From an optimization exercise on the open Yosys and OpenROAD flow, aimed at small area; shortcuts taken in it are not production practice. Where RTL was checked, it was by simulation tests only, not by an equivalence proof against the original. No activity file was given, so power comes from the tool's default toggle rates.

Design mfe_corr, start of the top module:
module mfe_corr (
    input  wire        clk,
    input  wire        rst,         
    input  wire        cfg_we,
    input  wire [4:0]  cfg_addr,    
    input  wire [31:0] cfg_wdata,
    input  wire        in_valid,
    output wire        in_ready,
    input  wire [23:0] in_x,        
    input  wire [2:0]  in_g,        
    input  wire [2:0]  in_band,     
    input  wire [4:0]  in_flags,
    output wire        out_valid,
    input  wire        out_ready,
    output wire [23:0] out_y,
    output wire [2:0]  out_g,
    output wire [4:0]  out_flags,
    output wire        out_last,    
    output wire [31:0] out_crc      
);
    reg signed [31:0] gain_tab [0:4];
    reg signed [23:0] ofs_tab  [0:4];
    reg signed [31:0] tbg_tab  [0:7];
    integer i;
    always @(posedge clk) begin
        if (cfg_we) begin
            for (i = 0; i < 5; i = i + 1) begin
                if (cfg_addr == i)
                    gain_tab[i] <= cfg_wdata;
                if (cfg_addr == i + 5)
                    ofs_tab[i] <= cfg_wdata[23:0];
            end
            for (i = 0; i < 8; i = i + 1) begin
                if (cfg_addr == i + 15)
                    tbg_tab[i] <= cfg_wdata;
            end
        end
    end
    localparam IDLE = 2'd0, S1 = 2'd1, WP = 2'd2, S2 = 2'd3;
    reg [1:0] st;
    reg [4:0] cnt;
    reg       full;          
    reg [5:0] ccnt;          
    reg [4:0] blk_cnt;
    reg       ldo;           
    wire crc_idle = ccnt[5];
    wire last     = (blk_cnt == 5'd31);
    assign out_valid = full & crc_idle;
    wire deliver  = out_valid & out_ready;
    wire free2    = crc_idle & ~ldo & (~full | out_ready);
  ...
For scale: about 1,600 cells after synthesis, ~660 flip-flops, ~140 I/O pins, about 26,000 sq um of cells after synthesis.
==> flow/config.mk <==
export PLATFORM = sky130hd
export DESIGN_NAME = mfe_corr
export DESIGN_NICKNAME = mfe_corr
export VERILOG_FILES = /design/flow/design.v
export SDC_FILE = /design/flow/constraint.sdc
export NUM_CORES = 4
export LEC_CHECK = 0
export CAP_MARGIN = 0
export CORE_MARGIN = 2
export CORE_UTILIZATION = 60
export PLACE_DENSITY = 0.7
export SLEW_MARGIN = 0
==> flow/constraint.sdc <==
create_clock -name core_clock -period 10.0 [get_ports {clk}]
set_input_delay 2.0000 -clock core_clock [delete_from_list [all_inputs] [get_ports {clk}]]
set_output_delay 2.0000 -clock core_clock [all_outputs]
set_load 0.01 [all_outputs]
standard.sh (not shown) runs the stock make flow with config.mk's settings and CLKGATE_MAP_FILE= SYNTH_SCRIPT=/design/flow/synth_recipe.tcl, a recipe that flattens the netlist after the stock synthesis.
==> flow/flow/run.sh <==
#!/bin/bash
# ORFS layout with: synthesis by the standard script but with an
# area-oriented ABC mapping script, the smallest buffer cell for port
# buffers, and clock tree synthesis without dummy loads.
set -euo pipefail
cp -r "$FLOW_HOME/scripts" scripts_mod
cp flow/abc_map.script scripts_mod/abc_speed.script
bash standard.sh SCRIPTS_DIR="$PWD/scripts_mod" synth > synth.log 2>&1
export BUFFER_PORTS_ARGS="-buffer_cell sky130_fd_sc_hd__buf_1"
export CTS_ARGS="-sink_clustering_enable -repair_clock_nets -dont_use_dummy_load -buf_list sky130_fd_sc_hd__clkbuf_8 -sink_clustering_size 20 -sink_clustering_max_diameter 50"
bash standard.sh > standard.log 2>&1
==> flow/flow/abc_map.script <==
strash
&get -n
&fraig -x
&put
scorr
dc2
dretime
strash
&get -n
&dch -f
&nf
&put
Rerun with:
==> flow/flow/abc_map.script (replaced) <==
strash
&get -n
&fraig -x
&put
scorr
dc2
dretime
strash
&get -n
&dch -f
&nf -R 1000
&put
CAP_MARGIN = 5   (was 0)
SLEW_MARGIN = 5   (was 0)
What happened:
- The changed run passed the timing, design-rule and antenna checks
- utilization came out higher by 0.26 points
- maximum frequency came out lower by 11%
- setup slack degrades by 1000 ps
- design area came out higher by 0.39%
- via count came out higher by 1.6%
- worst hold slack stays flat
- die area stays flat
- register-to-register slack degrades by 1100 ps
- area after synthesis barely changes
- routed wire length came out higher by 4.2%
- cell count came out higher by 0.42%
Rerun with:
==> flow/flow/abc_map.script (replaced) <==
strash
&get -n
&fraig -x
&put
scorr
dc2
dretime
strash
&get -n
&dch -f
&nf
&put
CORE_UTILIZATION = 75   (was 60)
PLACE_DENSITY = 0.85   (was 0.7)
Outcome:
- The new run completed without violations
- final area fell by 0.60%
- area after synthesis is about the same
- worst setup slack improved by 740 ps
- clock-buffer cell count drops by 4

* * *

Another version of the RTL of mfe_corr (not shown whole).
Size in the first run: roughly 1800 cells after synthesis, roughly 660 flip-flops, about 140 I/O pins, about 0.026 mm² of cells after synthesis.
==> flow/design.v (excerpt) <==
module mfe_corr (
    input  wire        clk,
    input  wire        rst,         
    input  wire        cfg_we,
    input  wire [4:0]  cfg_addr,    
    input  wire [31:0] cfg_wdata,
    input  wire        in_valid,
    output wire        in_ready,
    input  wire [23:0] in_x,        
    input  wire [2:0]  in_g,        
    input  wire [2:0]  in_band,     
    input  wire [4:0]  in_flags,
    output wire        out_valid,
    input  wire        out_ready,
    output wire [23:0] out_y,
    output wire [2:0]  out_g,
    output wire [4:0]  out_flags,
    output wire        out_last,    
    output wire [31:0] out_crc      
);
==> flow/config.mk <==
export PLATFORM = sky130hd
export DESIGN_NAME = mfe_corr
export DESIGN_NICKNAME = mfe_corr
export VERILOG_FILES = /design/flow/design.v
export SDC_FILE = /design/flow/constraint.sdc
export NUM_CORES = 4
export LEC_CHECK = 0
export CAP_MARGIN = 20
export CORE_MARGIN = 2
export CORE_UTILIZATION = 60
export PLACE_DENSITY = 0.7
export SLEW_MARGIN = 20
==> flow/constraint.sdc <==
create_clock -name core_clock -period 10.0 [get_ports {clk}]
set_input_delay 2.0000 -clock core_clock [delete_from_list [all_inputs] [get_ports {clk}]]
set_output_delay 2.0000 -clock core_clock [all_outputs]
set_load 0.01 [all_outputs]
==> flow/flow/run.sh <==
#!/bin/bash
# ORFS layout with: synthesis by the standard script but with an
# area-oriented ABC mapping script, the smallest buffer cell for port
# buffers, and clock tree synthesis without dummy loads.
set -euo pipefail
cp -r "$FLOW_HOME/scripts" scripts_mod
cp flow/abc_map.script scripts_mod/abc_speed.script
bash standard.sh SCRIPTS_DIR="$PWD/scripts_mod" synth > synth.log 2>&1
export BUFFER_PORTS_ARGS="-buffer_cell sky130_fd_sc_hd__buf_1"
export CTS_ARGS="-sink_clustering_enable -repair_clock_nets -dont_use_dummy_load -buf_list sky130_fd_sc_hd__clkbuf_4 -sink_clustering_size 14 -sink_clustering_max_diameter 28"
bash standard.sh > standard.log 2>&1
==> flow/flow/abc_map.script <==
strash
&get -n
&fraig -x
&put
scorr
dc2
dretime
strash
&get -n
&dch -f
&nf
&put
The starting point finished clean.
Rerun with:
--- a/flow/flow/run.sh
+++ b/flow/flow/run.sh
@@ -9,3 +9,3 @@
 export BUFFER_PORTS_ARGS="-buffer_cell sky130_fd_sc_hd__buf_1"
-export CTS_ARGS="-sink_clustering_enable -repair_clock_nets -dont_use_dummy_load -buf_list sky130_fd_sc_hd__clkbuf_4 -sink_clustering_size 14 -sink_clustering_max_diameter 28"
+export CTS_ARGS="-sink_clustering_enable -repair_clock_nets -dont_use_dummy_load -buf_list sky130_fd_sc_hd__clkbuf_4 -sink_clustering_size 10 -sink_clustering_max_diameter 30"
 bash standard.sh > standard.log 2>&1
The new run went through all stages and came out clean.
Global-route usage stays flat.
Routed wire length barely changes.
Synthesized cell count does not change.
Die area is unchanged.

* * *

Another version of the RTL of mfe_corr (not shown whole).
Size in the first run: roughly 1,800 cells after synthesis, ~660 flip-flops, roughly 0.028 sq mm of cells after synthesis.
==> flow/config.mk <==
export PLATFORM = sky130hd
export DESIGN_NAME = mfe_corr
export DESIGN_NICKNAME = mfe_corr
export VERILOG_FILES = /design/flow/design.v
export SDC_FILE = /design/flow/constraint.sdc
export NUM_CORES = 4
export LEC_CHECK = 0
export CAP_MARGIN = 20
export CORE_MARGIN = 2
export CORE_UTILIZATION = 65
export CTS_BUF_LIST = sky130_fd_sc_hd__clkbuf_8
export CTS_CLUSTER_SIZE = 30
export PLACE_DENSITY = 0.75
export SLEW_MARGIN = 20
==> flow/constraint.sdc <==
create_clock -name core_clock -period 10.0 [get_ports {clk}]
set_input_delay 2.0000 -clock core_clock [delete_from_list [all_inputs] [get_ports {clk}]]
set_output_delay 2.0000 -clock core_clock [all_outputs]
set_load 0.01 [all_outputs]
run.sh (not shown) runs the stock make flow with config.mk's settings and CLKGATE_MAP_FILE= SYNTH_SCRIPT=/design/flow/synth_recipe.tcl, a recipe that flattens the netlist after the stock synthesis.
Stock flow here: none of the scripts above is used.
The first run ran to the end with violations: setup timing.
Rerun with:
CORE_UTILIZATION = 40   (was 65)
CTS_BUF_LIST = sky130_fd_sc_hd__clkbuf_4   (was sky130_fd_sc_hd__clkbuf_8)
CTS_CLUSTER_SIZE = not set   (was 30)
PLACE_DENSITY = not set   (was 0.75)
The new run produced a layout that fails on setup timing; total power grows by 4.3%; die area increases by 61%; count of clock-buffer cells in the layout is higher by 132; sequential share of layout area drops by 1.4 points; sequential power barely changes.
Function was not checked in any run of this note: the RTL went through the layout flow alone.

* * *

mfe_corr, a different RTL version from the one above (not shown whole).
Size in the first run: ~1,600 cells after synthesis, about 660 flip-flops, about 140 I/O pins.
==> flow/config.mk <==
export PLATFORM = sky130hd
export DESIGN_NAME = mfe_corr
export DESIGN_NICKNAME = mfe_corr
export VERILOG_FILES = /design/flow/design.v
export SDC_FILE = /design/flow/constraint.sdc
export NUM_CORES = 4
export LEC_CHECK = 0
export CAP_MARGIN = 5
export CORE_MARGIN = 2
export CORE_UTILIZATION = 60
export PLACE_DENSITY = 0.7
export SLEW_MARGIN = 5
==> flow/constraint.sdc <==
create_clock -name core_clock -period 10.0 [get_ports {clk}]
set_input_delay 2.0000 -clock core_clock [delete_from_list [all_inputs] [get_ports {clk}]]
set_output_delay 2.0000 -clock core_clock [all_outputs]
set_load 0.01 [all_outputs]
standard.sh (not shown) runs the stock make flow with config.mk's settings and CLKGATE_MAP_FILE= SYNTH_SCRIPT=/design/flow/synth_recipe.tcl, a recipe that flattens the netlist after the stock synthesis.
==> flow/flow/run.sh <==
#!/bin/bash
# ORFS layout with: synthesis by the standard script but with an
# area-oriented ABC mapping script, the smallest buffer cell for port
# buffers, and clock tree synthesis without dummy loads.
set -euo pipefail
cp -r "$FLOW_HOME/scripts" scripts_mod
cp flow/abc_map.script scripts_mod/abc_speed.script
bash standard.sh SCRIPTS_DIR="$PWD/scripts_mod" synth > synth.log 2>&1
export BUFFER_PORTS_ARGS="-buffer_cell sky130_fd_sc_hd__buf_1"
export CTS_ARGS="-sink_clustering_enable -repair_clock_nets -dont_use_dummy_load -buf_list sky130_fd_sc_hd__clkbuf_8 -sink_clustering_size 20 -sink_clustering_max_diameter 50"
bash standard.sh > standard.log 2>&1
Scripts as last shown in full above: flow/flow/abc_map.script
Next try:
--- a/flow/flow/run.sh
+++ b/flow/flow/run.sh
@@ -9,3 +9,3 @@
 export BUFFER_PORTS_ARGS="-buffer_cell sky130_fd_sc_hd__buf_1"
-export CTS_ARGS="-sink_clustering_enable -repair_clock_nets -dont_use_dummy_load -buf_list sky130_fd_sc_hd__clkbuf_8 -sink_clustering_size 20 -sink_clustering_max_diameter 50"
+export CTS_ARGS="-sink_clustering_enable -repair_clock_nets -dont_use_dummy_load -buf_list sky130_fd_sc_hd__clkbuf_4 -sink_clustering_size 10 -sink_clustering_max_diameter 30"
 bash standard.sh > standard.log 2>&1
Settings changed: CAP_MARGIN 5 to 20, SLEW_MARGIN 5 to 20.
What happened: Die area does not change. Via count goes up by 1.4%. Maximum frequency is higher by 3.1%. Synthesized cell count does not change. Design area climbs by 0.67%. Register-to-register slack stays flat.

* * *

== north ==
Another version of the RTL of mfe_corr (not shown whole).
Size in the first run: about 660 flip-flops, about 29000 sq um of cells after synthesis.
export LEC_CHECK = 0
export CAP_MARGIN = 20
export CORE_MARGIN = 2
export CORE_UTILIZATION = 40
export SLEW_MARGIN = 20
create_clock -name core_clock -period 10.0 [get_ports {clk}]
==> flow/flow/run.sh <==
#!/bin/bash
# Standard ORFS layout with two changes: port buffers use the smallest
# buffer cell, and clock tree synthesis inserts no dummy loads.
set -euo pipefail
export BUFFER_PORTS_ARGS="-buffer_cell sky130_fd_sc_hd__buf_1"
export CTS_ARGS="-sink_clustering_enable -repair_clock_nets -dont_use_dummy_load -buf_list sky130_fd_sc_hd__clkbuf_4"
bash standard.sh > standard.log 2>&1
Here is what was changed in the inputs of south compared with north.
- PLACE_DENSITY: unset -> 0.7
- CORE_UTILIZATION: 40 -> 60
==> flow/flow/run.sh <==
#!/bin/bash
# ORFS layout with: synthesis by the standard script but with an
# area-oriented ABC mapping script, the smallest buffer cell for port
# buffers, and clock tree synthesis without dummy loads.
set -euo pipefail
cp -r "$FLOW_HOME/scripts" scripts_mod
cp flow/abc_map.script scripts_mod/abc_speed.script
bash standard.sh SCRIPTS_DIR="$PWD/scripts_mod" synth > synth.log 2>&1
export BUFFER_PORTS_ARGS="-buffer_cell sky130_fd_sc_hd__buf_1"
export CTS_ARGS="-sink_clustering_enable -repair_clock_nets -dont_use_dummy_load -buf_list sky130_fd_sc_hd__clkbuf_8 -sink_clustering_size 12 -sink_clustering_max_diameter 40"
bash standard.sh > standard.log 2>&1
==> flow/flow/abc_map.script (new file) <==
strash
&get -n
&fraig -x
&put
scorr
dc2
dretime
strash
&get -n
&dch -f
&nf
&put
Notes after the runs:
Going from north to south, the number of non-clock buffers was found to have gone up by 1.
south vs. north: global routing met3 resource utilization rose by 1.0 points, post-route fraction of the period consumed by the critical path higher, synthesized area divided by synthesized cell count increased by about 4% relative to the old numbers, total design power increased 110 uW.
Compared with north, south shows a lower routed wire length.
The largest fanout on the critical path number comes out lower for south vs north.
| utilization | higher: south |
No functional check of the RTL was part of any run of this note.

what the ideal ports hide:
How much do the figures lean on ideal ports? The routed layouts below were timed once more, with nothing changed but the port constraints.
Step 1 (the two cells are an assumption about what drives the block):
set clk [get_ports {clk}]
set_driving_cell -lib_cell sky130_fd_sc_hd__clkbuf_16 $clk
set_driving_cell -lib_cell sky130_fd_sc_hd__buf_2 [delete_from_list [all_inputs] $clk]
Step 2 also shifts input and output timing later by t, the mid clock arrival at the registers, as if the neighbouring blocks saw the same clock.
Slacks: ideal / step 1 / step 2; pairs: ideal / step 1.
| run | shift t [ns] | slack for setup (ns) | worst setup path after step 2 | clock arrival spread, ns | worst slew at a driven data input, ns |
|---|---|---|---|---|---|
| the first run of note 1 | 0.693 | 2.031 / 2.064 / 1.371 | input to register | 0.090 / 0.090 | 0.09 |
| the second run of note 1 | 0.702 | 0.996 / 1.030 / 0.328 | input to register | 0.066 / 0.066 | 0.11 |
| the third run of note 1 | 0.659 | 1.740 / 1.769 / 1.110 | input to register | 0.087 / 0.088 | 0.06 |
| the first run of note 2 | 0.909 | 1.932 / 1.942 / 1.033 | input to register | 0.134 / 0.134 | 0.09 |
| the second run of note 2 | 0.890 | 1.926 / 1.953 / 1.063 | input to register | 0.086 / 0.086 | 0.09 |
| the first run of note 3 | 0.742 | -5.237 / -5.256 / -5.998 | input to register | 0.052 / 0.052 | 0.10 |
| the second run of note 3 | 1.031 | -4.848 / -4.858 / -5.889 | input to register | 0.060 / 0.060 | 0.10 |
| the first run of note 4 | 0.701 | 1.685 / 1.703 / 1.002 | input to register | 0.111 / 0.112 | 0.07 |
| the second run of note 4 | 0.893 | 1.933 / 1.922 / 1.029 | input to register | 0.138 / 0.138 | 0.07 |
| north | 0.992 | 3.823 / 3.856 / 2.865 | input to register | 0.115 / 0.115 | 0.07 |
| south | 0.704 | 1.657 / 1.687 / 0.984 | input to register | 0.079 / 0.079 | 0.11 |
The setup slack of the second run of note 3, which loses most, moves by -0.010 ns with the drivers and by -1.041 ns with both steps.
